Context: an optimization exercise on an open-source flow, tuned for small area, a short achievable clock period and few clock cycles per item. The choices shown serve that exercise and are no tape-out recipe. RTL that was checked went through simulation tests only; none was proved equivalent to the original.

==> branch cedar <==
## tangram_fma
module tangram_fma (
    input  wire        clk,
    input  wire        rst,         
    input  wire        in_valid,
    output reg         in_ready,
    input  wire [31:0] in_a,
    input  wire [31:0] in_b,
    input  wire [31:0] in_c,
    input  wire [1:0]  in_frm,      
    input  wire        in_ftz,
    output reg         out_valid,
    input  wire        out_ready,
    output reg  [31:0] out_result,
    output reg  [3:0]  out_flags    
);
export LEC_CHECK = 0
export CAP_MARGIN = 20
export CORE_MARGIN = 2
export CORE_UTILIZATION = 40
export SLEW_MARGIN = 20
create_clock -name core_clock -period 33.0 [get_ports {clk}]
standard.sh (not shown) runs the stock make flow with config.mk's settings and CLKGATE_MAP_FILE= SYNTH_SCRIPT=/design/flow/synth_recipe.tcl, a recipe that flattens the netlist after the stock synthesis.
==> flow/flow/run.sh <==
#!/bin/bash
# The standard layout, with plain buffers (not delay cells) on the ports.
bash standard.sh "BUFFER_PORTS_ARGS=-buffer_cell sky130_fd_sc_hd__buf_2" finish > standard_flow.log 2>&1
==> inputs of branch xenon, as changes to branch cedar <==
==> flow/flow/run.sh (replaced) <==
#!/bin/bash
# The standard layout, with plain buffers (not delay cells) on the ports and
# timing repair aiming 25.5 ns above the clock's slack.
bash standard.sh "BUFFER_PORTS_ARGS=-buffer_cell sky130_fd_sc_hd__buf_2" SETUP_SLACK_MARGIN=25.5 finish > standard_flow.log 2>&1
==> comparison <==
Against branch xenon, the count of clock-buffer cells in the layout of branch cedar is lower by 6.
Of branch xenon and branch cedar, branch xenon has the higher setup slack (gap 820 ps).
In branch cedar the fmax is lower than in branch xenon, by 9.4%.
Die area is the same in branch xenon and branch cedar.
Function was not checked in any run of this note: the RTL went through the layout flow alone.

==> v29 <==
tangram_fma, a different RTL version from the one above (not shown whole).
clock: 33.0 ns
lec_check: 0
cap_margin: 20
core_margin: 2
core_utilization: 40
cts_cluster_diameter: 120
cts_cluster_size: 25
slew_margin: 20
==> flow/flow/run.sh <==
#!/bin/bash
# The standard layout, with plain buffers (not delay cells) on the ports and
# timing repair aiming 25.5 ns above the clock's slack.
bash standard.sh "BUFFER_PORTS_ARGS=-buffer_cell sky130_fd_sc_hd__buf_2" SETUP_SLACK_MARGIN=25.5 finish > standard_flow.log 2>&1
==> v30: changes against v29 <==
--- a/flow/design.v
+++ b/flow/design.v
@@ -67,16 +67,17 @@
     assign is_snan = is_nan && !f[22];
     assign is_inf  = (e == 8'hFF) && f0;
     assign is_zero = e0 && (f0 || ftz);
     assign exp     = {e[7:1], e[0] | e0};
     assign sig     = {!e0, f};
 endmodule
 module fma_core (
     input  wire        clk,
+    input  wire        en,           
     input  wire [31:0] a,
     input  wire [31:0] b,
     input  wire [31:0] c,
     input  wire [1:0]  rm,
     input  wire        ftz,
     output reg  [31:0] result,
     output reg  [3:0]  flags        
 );
@@ -123,17 +124,17 @@
     wire s_zero  = zp && zc;
     wire s_sgn   = pinf ? sp : ic ? sc : (sp == sc) ? sp : (rm == 2'd2);
     reg [48:0] ps1, pc1;
     reg [38:0] cl1;
     reg [2:0]  sh1;
     reg [8:0]  l1;
     reg        cst1, sub1, sp1, sc1, ftz1, spec1, snan1, sinf1, nv1, ssg1;
     reg [1:0]  rm1;
-    always @(posedge clk) begin
+    always @(posedge clk) if (en) begin
         ps1 <= ps; pc1 <= pc; cl1 <= c_l3; sh1 <= sh[6:4]; cst1 <= c_st;
         l1 <= lexp;
         sub1 <= eff_sub; sp1 <= sp; sc1 <= sc; ftz1 <= ftz; rm1 <= rm;
         spec1 <= s_nan || s_inf || s_zero;
         snan1 <= s_nan; sinf1 <= s_inf; nv1 <= inv; ssg1 <= s_sgn;
     end
     wire [76:0] c_m0 = {cl1, {38{sub1}}};
     wire [76:0] c_m1 = sh1[0] ? {{16{sub1}}, c_m0[76:16]} : c_m0;
@@ -150,17 +151,17 @@
     add_cmp78 u_add (.x(xs), .y(xc), .s0(s0), .s1(s1));
     wire        neg = sub1 && s1[77];
     wire [77:0] mag = !sub1 ? s0 : neg ? ~s0 : s1;
     wire        sgn = neg ? sc1 : sp1;
     reg [77:0] m2;
     reg [8:0]  l2;
     reg        s2, ftz2, spec2, snan2, sinf2, nv2, ssg2;
     reg [1:0]  rm2;
-    always @(posedge clk) begin
+    always @(posedge clk) if (en) begin
         m2 <= mag; l2 <= l1; s2 <= sgn; ftz2 <= ftz1; rm2 <= rm1;
         spec2 <= spec1; snan2 <= snan1; sinf2 <= sinf1; nv2 <= nv1; ssg2 <= ssg1;
     end
     wire [6:0]  lz, tz;
     lzc78 u_lzc (.x(m2), .n(lz));
     tzc78 u_tzc (.x(m2), .n(tz));
     wire        mz  = (lz == 7'd78);
     wire        clampd = ({2'd0, lz} > l2);
@@ -176,17 +177,17 @@
     wire        st1 = (lo <= 8'd52);
     wire        st0 = (lo <= 8'd51);
     wire [8:0]  lmz  = l2 - {2'd0, lz};
     wire [8:0]  ebm1 = clampd ? 9'd0 : lmz;
     reg [25:0] n3;
     reg        st0_3, st1_3, s3, ftz3, spec3, snan3, sinf3, nv3, ssg3, mz3;
     reg [8:0]  e3;
     reg [1:0]  rm3;
-    always @(posedge clk) begin
+    always @(posedge clk) if (en) begin
         n3 <= h0[77:52]; st0_3 <= st0; st1_3 <= st1;
         e3 <= ebm1; s3 <= s2; ftz3 <= ftz2; rm3 <= rm2; mz3 <= mz;
         spec3 <= spec2; snan3 <= snan2; sinf3 <= sinf2; nv3 <= nv2; ssg3 <= ssg2;
     end
     wire [31:0] r_round;
     wire [3:0]  f_round;
     fpu_round u_round (.sign(s3), .ebm1(e3), .n(n3), .st1(st1_3), .st0(st0_3),
                        .rm(rm3), .ftz(ftz3), .result(r_round), .flags(f_round));
@@ -1400,78 +1401,62 @@
     input  wire [31:0] in_c,
     input  wire [1:0]  in_frm,      
     input  wire        in_ftz,
     output reg         out_valid,
     input  wire        out_ready,
     output reg  [31:0] out_result,
     output reg  [3:0]  out_flags    
 );
-    localparam integer LAT = 4;             
-    localparam integer QN  = LAT + 1;       
+    localparam integer LAT = 4;     
+    reg        k_v;                 
+    reg [35:0] k_d;
+    wire       en  = !k_v;          
+    wire       acc = in_valid && in_ready;
     reg        v_in;
     reg [31:0] a_r, b_r, c_r;
     reg [1:0]  rm_r;
     reg        ftz_r;
-    wire       acc = in_valid && in_ready;
     always @(posedge clk) begin
-        v_in  <= !rst && acc;
-        a_r   <= in_a;
-        b_r   <= in_b;
-        c_r   <= in_c;
-        rm_r  <= in_frm;
-        ftz_r <= in_ftz;
+        if (rst)     v_in <= 1'b0;
+        else if (en) v_in <= acc;
+        if (en) begin
+            a_r   <= in_a;
+            b_r   <= in_b;
+            c_r   <= in_c;
+            rm_r  <= in_frm;
+            ftz_r <= in_ftz;
+        end
     end
     wire [31:0] res;
     wire [3:0]  flg;
-    fma_core u_fma (.clk(clk), .a(a_r), .b(b_r), .c(c_r), .rm(rm_r), .ftz(ftz_r),
+    fma_core u_fma (.clk(clk), .en(en), .a(a_r), .b(b_r), .c(c_r), .rm(rm_r), .ftz(ftz_r),
                     .result(res), .flags(flg));
     reg [LAT-2:0] v_pipe;
     always @(posedge clk)
-        if (rst) v_pipe <= {(LAT-1){1'b0}};
-        else     v_pipe <= {v_pipe[LAT-3:0], v_in};
+        if (rst)     v_pipe <= {(LAT-1){1'b0}};
+        else if (en) v_pipe <= {v_pipe[LAT-3:0], v_in};
     wire pv = v_pipe[LAT-2];      
-    reg [35:0] q [0:QN-1];
-    reg [2:0]  rp, wp;
-    reg        q_empty;
-    wire [2:0] rp_n = (rp == QN-1) ? 3'd0 : rp + 3'd1;
-    wire [2:0] wp_n = (wp == QN-1) ? 3'd0 : wp + 3'd1;
-    wire       push_f = pv && !q_empty;
-    wire       push_h = pv;
-    wire       pop_f  = !q_empty;
-    always @(posedge clk) begin
-        if (pv) q[wp] <= {res, flg};
-        if (!out_valid || out_ready)
-            {out_result, out_flags} <= !q_empty ? q[rp] : {res, flg};
-    end
+    wire o_free = !out_valid || out_ready;
     always @(posedge clk) begin
         if (rst) begin
             out_valid <= 1'b0;
-            rp <= 3'd0; wp <= 3'd0; q_empty <= 1'b1;
-        end else if (!out_valid || out_ready) begin
-            out_valid <= !q_empty || pv;
-            if (pop_f)  rp <= rp_n;
-            if (push_f) wp <= wp_n;
-            q_empty <= push_f ? 1'b0 : pop_f ? (rp_n == wp) : q_empty;
+            k_v       <= 1'b0;
+            in_ready  <= 1'b1;
         end else begin
-            if (push_h) wp <= wp_n;
-            q_empty <= q_empty && !push_h;
+            if (o_free)
+                out_valid <= k_v || pv;
+            if (k_v) begin
+                if (o_free) begin
+                    k_v      <= 1'b0;
+                    in_ready <= 1'b1;
+                end
+            end else if (!o_free && pv) begin
+                k_v      <= 1'b1;
+                in_ready <= 1'b0;
+            end
         end
+        if (o_free)
+            {out_result, out_flags} <= k_v ? k_d : {res, flg};
+        if (!k_v)
+            k_d <= {res, flg};
     end
-    reg  [3:0] nout;
-    wire       take = out_valid && out_ready;
-    wire [3:0] n_up = nout + 4'd1;
-    wire [3:0] n_dn = nout - 4'd1;
-    wire       r_up = (nout <= QN - 1);
-    wire       r_eq = (nout <= QN);
-    wire       r_dn = (nout <= QN + 1);
-    always @(posedge clk)
-        if (rst) begin
-            nout     <= 4'd0;
-            in_ready <= 1'b1;
-        end else begin
-            case ({acc, take})
-                2'b10:   begin nout <= n_up; in_ready <= r_up; end
-                2'b01:   begin nout <= n_dn; in_ready <= r_dn; end
-                default: begin nout <= nout; in_ready <= r_eq; end
-            endcase
-        end
 endmodule
==> flow/flow/run.sh (replaced) <==
#!/bin/bash
# The standard layout, with plain buffers (not delay cells) on the ports and
# timing repair aiming 25.25 ns above the clock's slack.
bash standard.sh "BUFFER_PORTS_ARGS=-buffer_cell sky130_fd_sc_hd__buf_2" SETUP_SLACK_MARGIN=25.25 finish > standard_flow.log 2>&1
CORE_UTILIZATION = 55   (was 40)
==> v26: changes against v29 <==
--- a/flow/design.v
+++ b/flow/design.v
@@ -67,16 +67,17 @@
     assign is_snan = is_nan && !f[22];
     assign is_inf  = (e == 8'hFF) && f0;
     assign is_zero = e0 && (f0 || ftz);
     assign exp     = {e[7:1], e[0] | e0};
     assign sig     = {!e0, f};
 endmodule
 module fma_core (
     input  wire        clk,
+    input  wire        en,           
     input  wire [31:0] a,
     input  wire [31:0] b,
     input  wire [31:0] c,
     input  wire [1:0]  rm,
     input  wire        ftz,
     output reg  [31:0] result,
     output reg  [3:0]  flags        
 );
@@ -123,17 +124,17 @@
     wire s_zero  = zp && zc;
     wire s_sgn   = pinf ? sp : ic ? sc : (sp == sc) ? sp : (rm == 2'd2);
     reg [48:0] ps1, pc1;
     reg [38:0] cl1;
     reg [2:0]  sh1;
     reg [8:0]  l1;
     reg        cst1, sub1, sp1, sc1, ftz1, spec1, snan1, sinf1, nv1, ssg1;
     reg [1:0]  rm1;
-    always @(posedge clk) begin
+    always @(posedge clk) if (en) begin
         ps1 <= ps; pc1 <= pc; cl1 <= c_l3; sh1 <= sh[6:4]; cst1 <= c_st;
         l1 <= lexp;
         sub1 <= eff_sub; sp1 <= sp; sc1 <= sc; ftz1 <= ftz; rm1 <= rm;
         spec1 <= s_nan || s_inf || s_zero;
         snan1 <= s_nan; sinf1 <= s_inf; nv1 <= inv; ssg1 <= s_sgn;
     end
     wire [76:0] c_m0 = {cl1, {38{sub1}}};
     wire [76:0] c_m1 = sh1[0] ? {{16{sub1}}, c_m0[76:16]} : c_m0;
@@ -150,17 +151,17 @@
     add_cmp78 u_add (.x(xs), .y(xc), .s0(s0), .s1(s1));
     wire        neg = sub1 && s1[77];
     wire [77:0] mag = !sub1 ? s0 : neg ? ~s0 : s1;
     wire        sgn = neg ? sc1 : sp1;
     reg [77:0] m2;
     reg [8:0]  l2;
     reg        s2, ftz2, spec2, snan2, sinf2, nv2, ssg2;
     reg [1:0]  rm2;
-    always @(posedge clk) begin
+    always @(posedge clk) if (en) begin
         m2 <= mag; l2 <= l1; s2 <= sgn; ftz2 <= ftz1; rm2 <= rm1;
         spec2 <= spec1; snan2 <= snan1; sinf2 <= sinf1; nv2 <= nv1; ssg2 <= ssg1;
     end
     wire [6:0]  lz, tz;
     lzc78 u_lzc (.x(m2), .n(lz));
     tzc78 u_tzc (.x(m2), .n(tz));
     wire        mz  = (lz == 7'd78);
     wire        clampd = ({2'd0, lz} > l2);
@@ -176,17 +177,17 @@
     wire        st1 = (lo <= 8'd52);
     wire        st0 = (lo <= 8'd51);
     wire [8:0]  lmz  = l2 - {2'd0, lz};
     wire [8:0]  ebm1 = clampd ? 9'd0 : lmz;
     reg [25:0] n3;
     reg        st0_3, st1_3, s3, ftz3, spec3, snan3, sinf3, nv3, ssg3, mz3;
     reg [8:0]  e3;
     reg [1:0]  rm3;
-    always @(posedge clk) begin
+    always @(posedge clk) if (en) begin
         n3 <= h0[77:52]; st0_3 <= st0; st1_3 <= st1;
         e3 <= ebm1; s3 <= s2; ftz3 <= ftz2; rm3 <= rm2; mz3 <= mz;
         spec3 <= spec2; snan3 <= snan2; sinf3 <= sinf2; nv3 <= nv2; ssg3 <= ssg2;
     end
     wire [31:0] r_round;
     wire [3:0]  f_round;
     fpu_round u_round (.sign(s3), .ebm1(e3), .n(n3), .st1(st1_3), .st0(st0_3),
                        .rm(rm3), .ftz(ftz3), .result(r_round), .flags(f_round));
@@ -1400,78 +1401,62 @@
     input  wire [31:0] in_c,
     input  wire [1:0]  in_frm,      
     input  wire        in_ftz,
     output reg         out_valid,
     input  wire        out_ready,
     output reg  [31:0] out_result,
     output reg  [3:0]  out_flags    
 );
-    localparam integer LAT = 4;             
-    localparam integer QN  = LAT + 1;       
+    localparam integer LAT = 4;     
+    reg        k_v;                 
+    reg [35:0] k_d;
+    wire       en  = !k_v;          
+    wire       acc = in_valid && in_ready;
     reg        v_in;
     reg [31:0] a_r, b_r, c_r;
     reg [1:0]  rm_r;
     reg        ftz_r;
-    wire       acc = in_valid && in_ready;
     always @(posedge clk) begin
-        v_in  <= !rst && acc;
-        a_r   <= in_a;
-        b_r   <= in_b;
-        c_r   <= in_c;
-        rm_r  <= in_frm;
-        ftz_r <= in_ftz;
+        if (rst)     v_in <= 1'b0;
+        else if (en) v_in <= acc;
+        if (en) begin
+            a_r   <= in_a;
+            b_r   <= in_b;
+            c_r   <= in_c;
+            rm_r  <= in_frm;
+            ftz_r <= in_ftz;
+        end
     end
     wire [31:0] res;
     wire [3:0]  flg;
-    fma_core u_fma (.clk(clk), .a(a_r), .b(b_r), .c(c_r), .rm(rm_r), .ftz(ftz_r),
+    fma_core u_fma (.clk(clk), .en(en), .a(a_r), .b(b_r), .c(c_r), .rm(rm_r), .ftz(ftz_r),
                     .result(res), .flags(flg));
     reg [LAT-2:0] v_pipe;
     always @(posedge clk)
-        if (rst) v_pipe <= {(LAT-1){1'b0}};
-        else     v_pipe <= {v_pipe[LAT-3:0], v_in};
+        if (rst)     v_pipe <= {(LAT-1){1'b0}};
+        else if (en) v_pipe <= {v_pipe[LAT-3:0], v_in};
     wire pv = v_pipe[LAT-2];      
-    reg [35:0] q [0:QN-1];
-    reg [2:0]  rp, wp;
-    reg        q_empty;
-    wire [2:0] rp_n = (rp == QN-1) ? 3'd0 : rp + 3'd1;
-    wire [2:0] wp_n = (wp == QN-1) ? 3'd0 : wp + 3'd1;
-    wire       push_f = pv && !q_empty;
-    wire       push_h = pv;
-    wire       pop_f  = !q_empty;
-    always @(posedge clk) begin
-        if (pv) q[wp] <= {res, flg};
-        if (!out_valid || out_ready)
-            {out_result, out_flags} <= !q_empty ? q[rp] : {res, flg};
-    end
+    wire o_free = !out_valid || out_ready;
     always @(posedge clk) begin
         if (rst) begin
             out_valid <= 1'b0;
-            rp <= 3'd0; wp <= 3'd0; q_empty <= 1'b1;
-        end else if (!out_valid || out_ready) begin
-            out_valid <= !q_empty || pv;
-            if (pop_f)  rp <= rp_n;
-            if (push_f) wp <= wp_n;
-            q_empty <= push_f ? 1'b0 : pop_f ? (rp_n == wp) : q_empty;
+            k_v       <= 1'b0;
+            in_ready  <= 1'b1;
         end else begin
-            if (push_h) wp <= wp_n;
-            q_empty <= q_empty && !push_h;
+            if (o_free)
+                out_valid <= k_v || pv;
+            if (k_v) begin
+                if (o_free) begin
+                    k_v      <= 1'b0;
+                    in_ready <= 1'b1;
+                end
+            end else if (!o_free && pv) begin
+                k_v      <= 1'b1;
+                in_ready <= 1'b0;
+            end
         end
+        if (o_free)
+            {out_result, out_flags} <= k_v ? k_d : {res, flg};
+        if (!k_v)
+            k_d <= {res, flg};
     end
-    reg  [3:0] nout;
-    wire       take = out_valid && out_ready;
-    wire [3:0] n_up = nout + 4'd1;
-    wire [3:0] n_dn = nout - 4'd1;
-    wire       r_up = (nout <= QN - 1);
-    wire       r_eq = (nout <= QN);
-    wire       r_dn = (nout <= QN + 1);
-    always @(posedge clk)
-        if (rst) begin
-            nout     <= 4'd0;
-            in_ready <= 1'b1;
-        end else begin
-            case ({acc, take})
-                2'b10:   begin nout <= n_up; in_ready <= r_up; end
-                2'b01:   begin nout <= n_dn; in_ready <= r_dn; end
-                default: begin nout <= nout; in_ready <= r_eq; end
-            endcase
-        end
 endmodule
ABC_AREA = 1   (was unset)
CAP_MARGIN = 10   (was 20)
SLEW_MARGIN = 10   (was 20)
==> results.yml <==
outcome:
  status: "finished clean"
setup_path:
  rr_worst_depth: 21
layout:
  clockBufferCount: 34
grt:
  antenna_found_initial: 4
floorplan:
  core-area_um2: 84700
cts:
  cts-htree-levels: 1
# the run above: v30

==> results.yml <==
setup_path:
  rr_worst_depth: 24
place:
  gp_congestion: 0.966
layout:
  clockBufferCount: 37
cts:
  cts-htree-levels: 1
outcome:
  status: "finished clean"
# the run above: v26

==> results.yml <==
cts:
  cts_buffers: 37
  cts-htree-levels: 2
floorplan:
  core-area_um2: 120000
  ios: 141
setup_path:
  rr_worst_depth: 27
  worst-path-stages: 1
grt:
  antenna_found_initial: 6
  overflow: 0
outcome:
  status: "finished clean"
layout:
  clockBufferCount: 49
detailed_routing:
  wl_per_cell_um: 24.9
# the run above: v29

Testbench counts of v29, summed over its fixed seeds: cycles 16,040, items 16,000.
Testbench counts of v30, summed over its fixed seeds: cycles 16,040, items 16,000.
Testbench counts of v26, summed over its fixed seeds: cycles 16,040, items 16,000.

-- what the ideal ports hide --
In the flow no input, the clock included, has a driving cell. The finished layouts below were timed again as built, in two steps. Step 1: set_driving_cell puts a clkbuf_16 on clk and a buf_2 on each other input, an assumption about the parent block. Step 2 times the ports against the registers' clock, not the clock port: input delays grow and output delays shrink by t, the midpoint of the rising clock arrivals with the driver on. Slacks: ideal ports / drivers / drivers and shift; pairs: ideal ports / drivers.
run	shift t [ns]	slack for setup (ns)	worst setup path at the end	pins driven straight from the clock port
branch cedar	0.751	24.366 / 24.366 / 24.366	register to register	1
branch xenon	0.762	25.181 / 25.099 / 24.833	input to register	1
v29	0.722	25.140 / 25.063 / 24.883	input to register	1
v30	0.707	25.215 / 25.142 / 25.172	input to register	1
v26	0.710	25.209 / 25.134 / 25.004	input to register	1
After both steps every run listed still meets setup and hold. For branch xenon, which loses most, drivers alone change the setup slack by -0.082 ns; drivers and shift together by -0.348 ns.
